Source: an optimization exercise on an open RTL-to-GDS flow (aim: small area). Production flows keep margins and buffers that such runs may drop. The RTL was checked by simulation tests, not by an equivalence proof against the original design.

==> design/flow/design.v <==
module pwm_dither (
    input  wire        clk,
    input  wire [14:0] half,       
    input  wire [3:0]  dither,     
    input  wire [15:0] lfsr,
    output reg  [15:0] half_next   
);
    reg  [12:0] range;             
    wire [18:0] h_x_d   = half * dither;
    wire [18:0] r_full  = h_x_d / 19'd100;
    wire [15:0] span    = {2'b0, range, 1'b0} + 16'd1;   
    wire [15:0] d_full  = lfsr % span;
    always @(posedge clk) begin
        range     <= r_full[12:0];
        half_next <= {1'b0, half} + d_full - {3'b0, range};
    end
endmodule
module pwm_leg (
    input  wire        clk,
    input  wire        clr,        
    input  wire [15:0] count,
    input  wire [15:0] thr,
    input  wire [10:0] dead,
    output reg         gate_h,
    output reg         gate_l
);
    wire        up = (count >= thr);
    reg         last_up;
    reg  [11:0] run_len;           
    wire        same  = (run_len != 12'd0) && (up == last_up);
    wire [11:0] len_n = !same ? 12'd1 : (run_len == 12'hFFF) ? run_len : run_len + 12'd1;
    wire        on    = (len_n > {1'b0, dead});
    always @(posedge clk) begin
        if (clr) begin
            last_up <= 1'b0;
            run_len <= 12'd0;
            gate_h  <= 1'b0;
            gate_l  <= 1'b0;
        end else begin
            last_up <= up;
            run_len <= len_n;
            gate_h  <= on && up;
            gate_l  <= on && !up;
        end
    end
endmodule
module pwm3 (
    input  wire        clk,
    input  wire        rst,         
    input  wire        out_en,
    input  wire [3:0]  port_id,     
    input  wire [14:0] half,        
    input  wire [3:0]  dither,      
    input  wire [10:0] dead,        
    input  wire [15:0] duty_u,
    input  wire [15:0] duty_v,
    input  wire [15:0] duty_w,
    input  wire        trip_n,
    output wire        at_valley,
    output wire        at_peak,
    output wire [5:0]  gates,       
    output reg         hw_trip
);
    reg  [15:0] count;
    reg         down;              
    reg  [15:0] hp;                
    reg  [15:0] lfsr;
    reg  [15:0] thr_u, thr_v, thr_w;
    reg  [15:0] du, dv, dw;        
    reg  [4:0]  trip_cnt;
    wire        run  = out_en && !rst;
    assign at_valley = run && !down && (count == 16'd0);
    assign at_peak   = run && down && (count == hp);
    wire        ext  = at_valley || at_peak;
    wire        next_is_peak   = !down && (count == hp - 16'd1);
    wire        next_is_valley = down && (count == 16'd1);
    wire [15:0] hp_draw;
    pwm_dither u_dither (.clk(clk), .half(half), .dither(dither), .lfsr(lfsr), .half_next(hp_draw));
    wire [15:0] hp_next = next_is_valley ? hp_draw : hp;
    wire [32:0] pu = {17'd0, hp_next} * (33'h10000 - {17'd0, du});
    wire [32:0] pv = {17'd0, hp_next} * (33'h10000 - {17'd0, dv});
    wire [32:0] pw = {17'd0, hp_next} * (33'h10000 - {17'd0, dw});
    wire [15:0] lfsr_step = {lfsr[0] ^ lfsr[2] ^ lfsr[3] ^ lfsr[5], lfsr[15:1]};
    always @(posedge clk) begin
        if (!run) begin
            count <= 16'd0;
            down  <= 1'b0;
            hp    <= {1'b0, half};
            lfsr  <= 16'hACE1 ^ {12'd0, port_id};
            thr_u <= {1'b0, half};
            thr_v <= {1'b0, half};
            thr_w <= {1'b0, half};
            du    <= 16'd0;
            dv    <= 16'd0;
            dw    <= 16'd0;
        end else begin
            if (ext) begin
                du <= duty_u;
                dv <= duty_v;
                dw <= duty_w;
            end
            if (next_is_peak || next_is_valley) begin
                thr_u <= pu[31:16];
                thr_v <= pv[31:16];
                thr_w <= pw[31:16];
            end
            if (next_is_valley) begin
                hp   <= hp_draw;
                lfsr <= lfsr_step;
            end
            if (!down) begin
                if (count == hp - 16'd1) down <= 1'b1;
                count <= count + 16'd1;
            end else begin
                if (count == 16'd1) down <= 1'b0;
                count <= count - 16'd1;
            end
        end
    end
    always @(posedge clk) begin
        if (!run) begin
            trip_cnt <= 5'd0;
            hw_trip  <= 1'b0;
        end else begin
            trip_cnt <= trip_n ? 5'd0 : (trip_cnt == 5'd25 ? trip_cnt : trip_cnt + 5'd1);
            if (!trip_n && trip_cnt == 5'd24)
                hw_trip <= 1'b1;
        end
    end
    wire clr = !run || hw_trip;
    pwm_leg u_leg_u (.clk(clk), .clr(clr), .count(count), .thr(thr_u), .dead(dead),
                     .gate_h(gates[0]), .gate_l(gates[1]));
    pwm_leg u_leg_v (.clk(clk), .clr(clr), .count(count), .thr(thr_v), .dead(dead),
                     .gate_h(gates[2]), .gate_l(gates[3]));
    pwm_leg u_leg_w (.clk(clk), .clr(clr), .count(count), .thr(thr_w), .dead(dead),
                     .gate_h(gates[4]), .gate_l(gates[5]));
endmodule
==> design/flow/run.sh <==
#!/bin/bash
# synth_recipe.tcl (not shown) runs the flow's synth.tcl, then flattens the netlist and writes it again
# the make line also repeats each setting of config.mk as NAME=value (left out here)
make -C /OpenROAD-flow-scripts/flow DESIGN_CONFIG=/design/flow/config.mk WORK_HOME=/design/flow/orfs CLKGATE_MAP_FILE= SYNTH_SCRIPT=/design/flow/synth_recipe.tcl finish
==> design/flow/config.mk <==
export PLATFORM = sky130hd
export DESIGN_NAME = pwm3
export DESIGN_NICKNAME = pwm3
export VERILOG_FILES = /design/flow/design.v
export SDC_FILE = /design/flow/constraint.sdc
export NUM_CORES = 4
export LEC_CHECK = 0
export CAP_MARGIN = 20
export CORE_MARGIN = 2
export CORE_UTILIZATION = 40
export PLACE_DENSITY = 0.6
export SLEW_MARGIN = 20
==> design/flow/constraint.sdc <==
create_clock -name core_clock -period 50.0 [get_ports {clk}]
set_input_delay 10.0000 -clock core_clock [delete_from_list [all_inputs] [get_ports {clk}]]
set_output_delay 10.0000 -clock core_clock [all_outputs]
set_load 0.01 [all_outputs]
==> metrics.md <==
| Metric | Value |
|---|---|
| Die extent in x | `350 µm` |
| Clock-pin slew on the worst setup and hold paths | `0.06 ns` |
| Via-to-Cell Ratio | `5.24` |
| Kind of critical path | `flop to flop` |
| Startpoint Class | `flop` |
| Post-CTS Setup Bufs | `0` |
| Unrepaired setup endpoints after global routing | `no` |
| Num ports | `95` |
| RePlAce Congestion | `0.889` |
| Max stage delay cell, worst path | `or4_1` |
| Hold Crit Class | `flop to flop` |
| Number of enable flip-flop cells after synthesis | `56` |
| Post-Place Worst Slack | `7.91 ns` |
| Clock buffer depth | `3` |
| Max H-tree Level | `2` |
| Port-buffer cells | `94` |
| Clock Skew | `0.0316 ns` |
| Largest net degree at the start of global routing | `62` |
| Crit-path max cell delay | `0.92 ns` |
| Setup TNS | `0 ns` |
| Drc violations | `0` |
| Synth Instances | `5785` |
| Root Driver | `clkbuf_16` |
| # fillers | `11713` |
| Pins over their slew limit | `0` |
| Initial DRC count | `2534` |
| R2R cell count | `189` |
| Critical Path AT | `43.07 ns` |
| Count of final setup violators | `0` |
| Slew @ Worst Pin | `1.09 ns` |
| Fin crit share | `85.2%` |
| WP data required | `50.47 ns` |
| Yosys top cell area share | `27.5%` |
| Starting density of the core | `40.4%` |
| WL/cell | `18.0 µm` |
| Core region area | `118000 µm²` |
| Antenna violation net count after detailed routing | `0` |
| Initial antenna violation count | `10` |
| Largest area contributor in the netlist | `fa_1` |
| Area contributors post-synth | `fa_1 28%, ha_1 15%, inv_1 7.8%` |
| Worst Path Max Fanout | `29` |
| Area growth syn-to-layout | `8.30%` |
| Netlist cell types | `108` |
| Row count | `126` |
| Num Clock Sinks | `225` |
| Die Span Y | `350 µm` |
| Min-delay src | `thr_w[15]$_SDFFE_PN0P_` |
| Post-cts resize count | `0` |
| GR Util All Layers | `22.1%` |
| Total Wirelength | `133000 µm` |
| Post-Syn Area per Cell | `8.28 µm²` |
| Worst hold path cell count | `2` |
| Synthesized flop and latch total | `225` |
| Crit path top cell by count | `o21a_1` |
| Top_reg_cell synth | `dfxtp_1` |
| Hold Fails Final Rpt | `0` |
| Syn_nets | `7118` |
| Max cap viols | `0` |
| Outcome | `no timing/DRC/antenna violations` |
| CP Capture Type | `flop` |
| DP Wirelength | `103000 µm` |
| First-pass GRT wire length | `214000 µm` |
| Post-Syn Area | `47900 µm²` |
| Register area share after synthesis | `10.6%` |
| TritonRoute pass-1 iters | `6` |
| Worst setup startpoint | `u_dither.range[12]$_DFF_P_` |
| Slew Limit Headroom | `26.5%` |
| Cts hold-fix bufs | `0` |
| Vias in the first global route | `38980` |
| Setup WS post-layout | `7.40 ns` |
| Fin util | `43.8%` |
| Fin nets | `7105` |
| Vias after detailed routing | `38774` |
| Die area | `123000 µm²` |
| Max Freq | `0.0235 GHz` |
| Min Tclk post-route | `42.60 ns` |
| Async SR Flop Fraction | `0%` |
| Most common cell after layout, fill and taps aside | `inv_1` |
| Worst-skew pair later-pin latency | `0.57 ns` |
| Commonest non-fill, non-tap cells in the layout | `993 x inv_1, 741 x nand2_1, 659 x fa_1` |
| Grt ovf | `0` |
| Fraction of layout cells with a size suffix above 1 | `4.95%` |
| Yosys warning count | `3` |
| TritonCTS clock tree | `built` |
| Worst r2r src | `u_dither.range[12]$_DFF_P_` |
| Total CTS buffers | `35` |
==> stage by stage <==
step           area [µm²]  hold WS [ns]  cells
2_1_floorplan       47900         0.458   5785
6_report            51900         0.494   7398
4_1_cts             51800         0.491   7397
3_3_place_gp        50700         0.471   7335
3_5_place_dp        50700         0.482   7335
5_1_grt             51900         0.515   7397
==> final timing paths <==
kind | to | slack [ns]
min | thr_w[15]$_SDFFE_PN0P_ | 0.49
max | u_dither.half_next[15]$_DFF_P_ | 7.40
max reg2reg | u_dither.half_next[15]$_DFF_P_ | 7.40
min reg2reg | thr_w[15]$_SDFFE_PN0P_ | 0.49
==> cell families (layout without fill, tap and decap cells) <==
group / Yosys count / count (layout) / share of synthesized area [%]
simple gates: 1868 / 1868 / 17.5
buf+inv: 1220 / 1232 / 9.72
flops: 225 / 225 / 10.6
mux: 114 / 114 / 2.51
xor+xnor: 333 / 333 / 6.17
compound gates: 778 / 778 / 10.7
other cells: 0 / 1 / 0
fa+ha+maj: 1247 / 1247 / 42.9
==> cells in the mapped netlist, types with 111 or more instances <==
cell type / n
inv_1: 994
nand2_1: 746
fa_1: 659
ha_1: 588
nor2_1: 547
a21oi_1: 225
xnor2_1: 220
clkbuf_1: 184
o21ai_0: 171
dfxtp_1: 169
nor3_1: 135
xor2_1: 111
==> flip-flops by register name, indices dropped and copies added (netlist names), 13 cells and up <==
| register | flops |
|---|---|
| count | 16 |
| du | 16 |
| dv | 16 |
| dw | 16 |
| hp | 16 |
| lfsr | 16 |
| thr_u | 16 |
| thr_v | 16 |
| thr_w | 16 |
| u_dither.half_next | 16 |
| u_dither.range | 13 |
==> cell type report <==
cell class	count	area (µm²)	share of cell area, %
clock buffers	43	937	1.81
diodes	1	2.50	0.00483
inverters	997	3740	7.22
repair buffers	173	1530	2.96
multi-input cells	4340	38400	74.0
clock inverters	19	180	0.347
well taps	1600	2000	3.86
flip-flops and latches	225	5060	9.77
==> critical path, delay by kind of cell, from the launching register on <==
family | cells | cell delay, ns
and+or+nand+nor | 36 | 8.41
DFF | 1 | 0.35
adders and majority gates | 18 | 5.80
muxes | 7 | 2.95
xor gates and xnor gates | 8 | 1.81
buffers and inverters | 5 | 0.72
AOI/OAI and AO/OA | 115 | 22.40
==> routing by layer <==
metal,GRT usage [%],share of wire (%),up-vias
met1,30.1,44,18941
li1,-,-,18506
met4,6.15,2.9,8
met5,0,0.040,-
met3,3.51,7.0,203
met2,36.2,46,1116

[afterwards: timing with drivers on the ports]
The results above use ideal ports. As a check the final layout listed here was re-extracted and re-timed, cells and wires unchanged. Step 1 (the two cells are an assumption about what drives the block):
set clk [get_ports {clk}]
set_driving_cell -lib_cell sky130_fd_sc_hd__clkbuf_16 $clk
set_driving_cell -lib_cell sky130_fd_sc_hd__buf_2 [delete_from_list [all_inputs] $clk]
Step 2, shift: input delay + t, output delay - t, t = (earliest + latest rising clock arrival at the registers) / 2. This alone moves slack from input paths to output paths. Three values: ideal, step 1, step 2; two values: the first two.
t, ns: 0.623
slack for setup (ns): 7.399 / 7.399 / 7.399
worst hold slack (ns): 0.494 / 0.494 / 0.494
latest minus earliest clock arrival (ns): 0.032 / 0.032
worst slew at a driven data input, ns: 0.06
After both steps setup and hold are still met in this run. For this run, drivers alone change the setup slack by 0.000 ns; drivers and shift together by 0.000 ns.
